From an optimization exercise on the open Yosys and OpenROAD flow, aimed at small area and a short achievable clock period; shortcuts taken in it are not production practice. Only simulation tests tie the RTL to the original design; equivalence was not proved. Power is estimated from default activity; no workload was simulated.

==> flow/config.mk <==
export PLATFORM = sky130hd
export DESIGN_NAME = ce_agu
export DESIGN_NICKNAME = ce_agu
export VERILOG_FILES = /design/flow/design.v
export SDC_FILE = /design/flow/constraint.sdc
export NUM_CORES = 4
export LEC_CHECK = 0
export CAP_MARGIN = 20
export CORE_MARGIN = 2
export CORE_UTILIZATION = 40
export SLEW_MARGIN = 20
==> flow/constraint.sdc <==
create_clock -name core_clock -period 60.0 [get_ports {clk}]
set_input_delay 12.0000 -clock core_clock [delete_from_list [all_inputs] [get_ports {clk}]]
set_output_delay 12.0000 -clock core_clock [all_outputs]
set_load 0.01 [all_outputs]
==> flow/design.v <==
module ce_agu (
    input  wire        clk,
    input  wire        rst,         
    input  wire        wr_en,
    input  wire [4:0]  wr_sel,
    input  wire [15:0] wr_data,
    input  wire [4:0]  rd_sel,
    output reg  [15:0] rd_data,
    input  wire        x_en,
    input  wire [1:0]  x_k,
    input  wire [15:0] x_disp,
    input  wire        x_upd,
    output wire [15:0] x_ea,
    output wire        x_fault,
    input  wire        y_en,
    input  wire [1:0]  y_k,
    input  wire [15:0] y_disp,
    input  wire        y_upd,
    output wire [15:0] y_ea,
    output wire        y_fault
);
    reg [15:0] xa [0:3];
    reg [15:0] ya [0:3];
    reg [15:0] xn [0:3];
    reg [15:0] yn [0:3];
    reg [15:0] xm [0:3];
    reg [15:0] ym [0:3];
    reg [16:0] pr [0:7];
    localparam DS = 8;
    wire [2:0]  wr_p   = {wr_sel[2], wr_sel[1:0]};
    wire [15:0] wn_old = wr_p[2] ? yn[wr_p[1:0]] : xn[wr_p[1:0]];
    wire [15:0] wm_old = wr_p[2] ? ym[wr_p[1:0]] : xm[wr_p[1:0]];
    wire [15:0] f_n    = wr_sel[4] ? wn_old : wr_data;          
    wire [13:0] f_len  = wr_sel[4] ? wr_data[13:0] : wm_old[13:0];
    wire [14:0] f_v    = f_n[14:0] ^ {15{f_n[15]}};
    wire [7:0]  pend;
    genvar g;
    generate
        for (g = 0; g < 8; g = g + 1) begin : pend_flags
            assign pend[g] = pr[g][16];
        end
    endgenerate
    wire        dv_busy = |pend;
    wire [2:0]  dv_p    = {|pend[7:4], |{pend[7:6], pend[3:2]}, |{pend[7], pend[5], pend[3], pend[1]}};
    wire [15:0] dv_st   = pr[dv_p][15:0];
    wire [15:0] dv_m    = dv_p[2] ? ym[dv_p[1:0]] : xm[dv_p[1:0]];
    wire [DS-1:0]  dv_r0  = dv_st[15:16-DS];
    wire [14-DS:0] dv_vlo = dv_st[14-DS:0];
    wire           dv_neg = dv_st[15-DS];
    wire [13:0]    dv_len = dv_m[13:0];
    function [14:0] dv_step;
        input [14:0] sh;
        input [13:0] len;
        input integer w;
        reg   [15:0] df;
        reg   [14:0] mk;
        begin
            mk = (15'd1 << w) - 15'd1;
            df = {1'b0, sh & mk} + {1'b0, ~{1'b0, len} & mk};
            if (df[w] && ({1'b0, len} >> w) == 15'd0)
                dv_step = df[14:0] & mk;
            else
                dv_step = sh & mk;
        end
    endfunction
    wire [14:0] f_r [0:DS];
    wire [14:0] b_r [DS:15];
    assign f_r[0] = 15'd0;
    genvar s;
    generate
        for (s = 0; s < DS; s = s + 1) begin : dv_front
            assign f_r[s+1] = dv_step({f_r[s][13:0], f_v[14 - s]}, f_len, s + 1);
        end
        assign b_r[DS] = {{(15-DS){1'b0}}, dv_r0};
        for (s = DS; s < 15; s = s + 1) begin : dv_back
            assign b_r[s+1] = dv_step({b_r[s][13:0], dv_vlo[14 - s]}, dv_len, s + 1);
        end
    endgenerate
    wire [13:0] dv_q   = b_r[15][13:0];
    wire [13:0] dv_rem = dv_neg ? dv_len - dv_q : dv_q;
    function bad_mode;
        input [15:0] mr;
        begin
            bad_mode = (mr[15:14] == 2'd3) ||
                       (mr[15:14] == 2'd2 && (mr[3:0] == 4'd0 || mr[3:0] == 4'd15));
        end
    endfunction
    function [15:0] rev16;
        input [15:0] v;
        integer i;
        begin
            for (i = 0; i < 16; i = i + 1)
                rev16[i] = v[15 - i];
        end
    endfunction
    function [15:0] addr_update;
        input [15:0] a;
        input [15:0] n;
        input [15:0] mr;
        input [13:0] r;
        reg   [13:0] pmask;      
        reg   [13:0] off;
        reg   [14:0] l1;         
        reg   [15:0] s0, s1, s2;
        reg   [13:0] res;
        reg   [15:0] mmask;      
        reg   [15:0] bsum;
        integer      i;
        begin
            for (i = 0; i < 14; i = i + 1)
                pmask[i] = |(mr[13:0] >> i);
            off = a[13:0] & pmask;
            l1  = {1'b0, mr[13:0]} + 15'd1;
            s0  = {2'b00, off} + {2'b00, r};                 
            s1  = s0 - {1'b0, l1};
            s2  = s0 - {l1, 1'b0};
            res = !s2[15] ? s2[13:0] : !s1[15] ? s1[13:0] : s0[13:0];
            for (i = 0; i < 16; i = i + 1)
                mmask[i] = (i < mr[3:0]);
            bsum = rev16(rev16(a & mmask) + rev16(n & mmask));
            case (mr[15:14])
                2'd0:    addr_update = a + n;
                2'd1:    addr_update = {a[15:14], (a[13:0] & ~pmask) | res};
                default: addr_update = (a & ~mmask) | bsum;
            endcase
        end
    endfunction
    wire [15:0] xa_s = xa[x_k];
    wire [15:0] ya_s = ya[y_k];
    wire [15:0] xm_s = xm[x_k];
    wire [15:0] ym_s = ym[y_k];
    assign x_ea = xa_s + x_disp;
    assign y_ea = ya_s + y_disp;
    assign x_fault = x_en && x_upd && bad_mode(xm_s);
    assign y_fault = y_en && y_upd && bad_mode(ym_s);
    wire any_fault = x_fault || y_fault;
    wire x_do_upd  = x_en && x_upd && !any_fault;
    wire y_do_upd  = y_en && y_upd && !any_fault;
    wire [16:0] xr_e = pr[{1'b0, x_k}];
    wire [16:0] yr_e = pr[{1'b1, y_k}];
    wire [13:0] xr_s = xr_e[16] ? dv_rem : xr_e[13:0];
    wire [13:0] yr_s = yr_e[16] ? dv_rem : yr_e[13:0];
    wire [15:0] x_next = addr_update(xa_s, xn[x_k], xm_s, xr_s);
    wire [15:0] y_next = addr_update(ya_s, yn[y_k], ym_s, yr_s);
    always @(*) begin
        case (rd_sel[4:2])
            3'd0: rd_data = xa[rd_sel[1:0]];
            3'd1: rd_data = ya[rd_sel[1:0]];
            3'd2: rd_data = xn[rd_sel[1:0]];
            3'd3: rd_data = yn[rd_sel[1:0]];
            3'd4: rd_data = xm[rd_sel[1:0]];
            3'd5: rd_data = ym[rd_sel[1:0]];
            default: rd_data = 16'd0;
        endcase
    end
    wire wr_nm = wr_en && (wr_sel[4:3] == 2'b01 || wr_sel[4:3] == 2'b10);
    integer j;
    always @(posedge clk) begin
        if (rst) begin
            for (j = 0; j < 4; j = j + 1) begin
                xa[j] <= 16'd0;
                ya[j] <= 16'd0;
                xn[j] <= 16'd0;
                yn[j] <= 16'd0;
                xm[j] <= 16'd0;
                ym[j] <= 16'd0;
            end
            for (j = 0; j < 8; j = j + 1)
                pr[j] <= 17'd0;
        end else begin
            if (x_do_upd)
                xa[x_k] <= x_next;
            if (y_do_upd)
                ya[y_k] <= y_next;
            if (dv_busy)
                pr[dv_p] <= {3'b000, dv_rem};
            if (wr_nm)
                pr[wr_p] <= {1'b1, f_r[DS][DS-1:0], f_n[15], f_v[14-DS:0]};
            if (wr_en) begin
                case (wr_sel[4:2])
                    3'd0: xa[wr_sel[1:0]] <= wr_data;
                    3'd1: ya[wr_sel[1:0]] <= wr_data;
                    3'd2: xn[wr_sel[1:0]] <= wr_data;
                    3'd3: yn[wr_sel[1:0]] <= wr_data;
                    3'd4: xm[wr_sel[1:0]] <= wr_data;
                    3'd5: ym[wr_sel[1:0]] <= wr_data;
                    default: ;
                endcase
            end
        end
    end
endmodule
==> flow/run.sh <==
#!/bin/bash
# synth_recipe.tcl (not shown) runs the flow's synth.tcl, then flattens the netlist and writes it again
# the make line also repeats each setting of config.mk as NAME=value (left out here)
make -C /OpenROAD-flow-scripts/flow DESIGN_CONFIG=/design/flow/config.mk WORK_HOME=/design/flow/orfs CLKGATE_MAP_FILE= SYNTH_SCRIPT=/design/flow/synth_recipe.tcl finish
==> notes.md <==
## synthesized netlist by cell type, types with 15 or more instances
master,n
a211oi_1,25
a21boi_0,39
a21o_1,81
a21oi_1,246
a22o_1,30
a22oi_1,66
a31oi_1,48
a32o_1,33
and2_1,222
and3_1,90
buf_1,47
clkbuf_1,224
edfxtp_1,512
fa_1,27
ha_1,311
inv_1,238
mux2_2,64
mux2i_1,47
mux4_2,273
nand2_1,447
nand2b_1,38
nand3_1,102
nor2_1,284
nor2b_1,79
nor3_1,65
nor4_1,31
o211ai_1,46
o21a_1,33
o21ai_0,230
o21ai_1,15
o21bai_1,48
o22ai_1,143
o31ai_1,38
or2_2,19
or3_1,17
or4_1,19
xnor2_1,178
xor2_1,66
## worst reg2reg max path: cells and delay by family (launching register included)
kind / cells / cell delay [ns]
flip-flops: 1 / 0.41
adder cells (fa/ha/maj): 13 / 4.74
AO/OA/AOI/OAI: 42 / 11.44
buffers and inverters: 5 / 0.88
multiplexers: 7 / 3.19
AND/OR/NAND/NOR: 19 / 6.55
## kinds of logic (layout without fill, tap and decap cells)
family,count (synthesis),count (layout),share of synthesized area (%)
flops,520,520,32.9
fa+ha+maj,342,342,9.46
compound gates,1272,1272,18.0
mux,387,387,15.7
simple gates,1460,1460,15.3
other cells,0,4,0
buf+inv,519,565,4.18
xor+xnor,245,245,4.58
## layer usage
metal / vias up / wire (um) / track usage, %
li1: 18100 / - / -
met1: 20500 / 71500 / 40.0
met2: 2577 / 81200 / 45.6
met3: 418 / 21100 / 6.36
met4: 14 / 10500 / 14.9
met5: - / 100 / 0
## metrics by stage
| step | utilization (%) | setup WS, ns |
|---|---|---|
| 4_1_cts | 44.2 | 31.40 |
| 2_1_floorplan | - | 30.56 |
| 5_1_grt | 44.2 | 30.72 |
| 3_5_place_dp | 42.7 | 31.42 |
| 6_report | 44.2 | 31.30 |
| 3_3_place_gp | 42.7 | 31.39 |
## power groups by stage
| stage | sequential (mW) | clock [mW] | combinational (mW) |
|---|---|---|---|
| after CTS | 0.441 | 0.347 | 2.21 |
| final | 0.443 | 0.347 | 2.24 |
| after floorplan | 0.441 | 0 | 1.59 |
| after detailed placement | 0.449 | 0 | 2.19 |
| after global routing | 0.444 | 0.360 | 2.44 |
| after global placement | 0.448 | 0 | 2.17 |
## state kept, by name, summed over array words and instances (netlist names)
name,count
yn,64
pr,136
xn,64
xa,64
ya,64
ym,64
xm,64
## layout by cell type, fill, tap and decap left out, drive strengths merged, types with 90 or more instances in the layout
cell / n
edfxtp: 512
nand2: 448
ha: 311
nor2: 284
mux4: 273
o21ai: 250
a21oi: 249
inv: 240
and2: 223
xnor2: 179
o22ai: 151
buf: 115
clkdlybuf4s50: 107
nand3: 103
and3: 90
## area by class of cell
type	count	area [um^2]
repair buffers	222	1930
clock buffers	73	1510
fillers	11200	65600
multi-input cells	3706	29900
diodes	4	10.0
flip-flops and latches	520	15500
clock inverters	31	258
inverters	239	897
well taps	1536	1920
## worst max-delay path by stage
stage,from,end,slack [ns],cells past startpoint
after floorplan,x_k[0],x_ea[15],30.56,22
after global placement,y_k[0],y_fault,31.39,8
after detailed placement,y_k[0],y_fault,31.42,8
after CTS,y_k[0],y_fault,31.40,8
after global routing,pr[6][16],ya[0][1],30.72,87
final,y_k[0],y_fault,31.30,8
==> notes.md <==
#FFs+latches synth 520; post-synthesis cell area 47300 um^2; P per Cell Area 58.3 nW/um^2; count of cells resized by post-cts repair 0; CTS Buffer Depth 3; Core Region 118000 um^2; Hold Path End pr[0][16]; reg-to-reg endpoint ya[2][0]; R2R cell count 86; CP startpoint kind input port; Worst setup EP type output port; Worst path top cell family by delay buffers and inverters; most used flip-flop cell after synthesis edfxtp_1; outcome no timing/DRC/antenna violations; Yosys top cell by area edfxtp_1; wire length per cell 29.1 um; FP Rows 126; Rel. slew slack 18.8%; number of flops mapped to enable cells by yosys 512; DP Area 50200 um^2; clk slew on worst S/H paths 0.07 ns; total CTS buffers 57; switching share of total power 51.7%; CTS Hold Bufs 0; Slew Limit Fails 0; hpwl dp 134000 um; setup tns final 0 ns; first-pass GRT wire length 270000 um; Num Clock Sinks 520; Mapped Avg Cell Area 9.96 um^2; DIE HEIGHT 348 um; hold slack 0.514 ns; vias in the first global route 39500; critical path's largest stage delay 0.99 ns; total power 3.03 mW; routed wire length 184000 um; synth top area cells edfxtp_1 33%, mux4_2 13%, ha_1 8.2%; WHS Path Cells 2; Routed Antenna Nets 0; Clk Latency, worst-skew pair 0.69 ns; CP Data Required Time 48.00 ns; Distinct cells, synth 97; f_max 34.8 MHz; Die ar. 121000 um^2; Seq pwr share 14.6%; Synth top area share 32.5%; gr usage total 29.8%; die width 348 um; final hold viol count 0; CP Class input port to output port; final instance area 52000 um^2; initial antenna violation count 14; endpoints failing setup 0; Net Sw Power 1.57 mW; Final nets 5153; Layout area overhead 10.1%; largest net degree at the start of global routing 56; via count 41600; combinational group share of total power 73.9%; Slowest-stage cell, CP nor3_1; Buf/Inv on CP 4; RR Startpoint pr[6][16]; drt first pass iters 6; Via density 6.57; RD Place Congestion 0.981; Ys Warns 1; clock network power share 11.5%; CTS tree done; Root Buffer clkbuf_16; Ports 119; RSZ-0062 raised after global routing no; 1st-iter DRT viols 5552; min cycle time layout 28.70 ns; H-tree levels 2; Final Skew 0.0631 ns; internal reg-to-reg setup slack 32.53 ns; sequential fraction of the synthesis area 32.9%; max-cap violations 0; Port Buf Inserts 118; Critical Path AT 16.70 ns; Post-Syn Nets 5152; Leakage 20.0 nW; HP Start pr[0][16]; Cell Count, Final, Fillers Out 6331; Int Power 1.46 mW; CP Max Fanout 26; GRT Residual Overflow 0; worst path cell trace buf_4, buf_4, buf_4, mux4_2, nor3_1, nor3_1, nor3_1, clkdlybuf4s50_1; Async SR Flop Fraction 0%; layout cell share with drive strength beyond 1 12.9%; Placed Cells 6223; Tcrit/Tclk final 47.8%; Post-Syn Instances 4745; drt drc 0; Starting Density 40.2%; Hold/Removal Path Class register to register; maximum vdd drop 74.3 uV; Worst Max-Slew Pin Slew 1.21 ns; post-CTS setup buffer count 0

-- static timing again, ports no longer ideal --
In the flow no input, the clock included, has a driving cell. The finished layout below was timed again as built, in two steps. Step 1: set_driving_cell puts a clkbuf_16 on clk and a buf_2 on each other input, an assumption about the parent block. Step 2 adds t to the input delays and takes it off the output delays; t is the mean of the earliest and latest rising clock arrival at the registers after step 1. Input paths then give back, and output paths get back, about the clock's delay inside the block. Slacks: ideal / step 1 / step 2; pairs: ideal / step 1.
t (ns): 0.721
slack for setup (ns): 31.302 / 31.261 / 31.261
hold slack, ns: 0.514 / 0.514 / 0.514
After both steps this run still meets setup and hold. For this run, drivers alone change the setup slack by -0.041 ns; drivers and shift together by -0.041 ns.
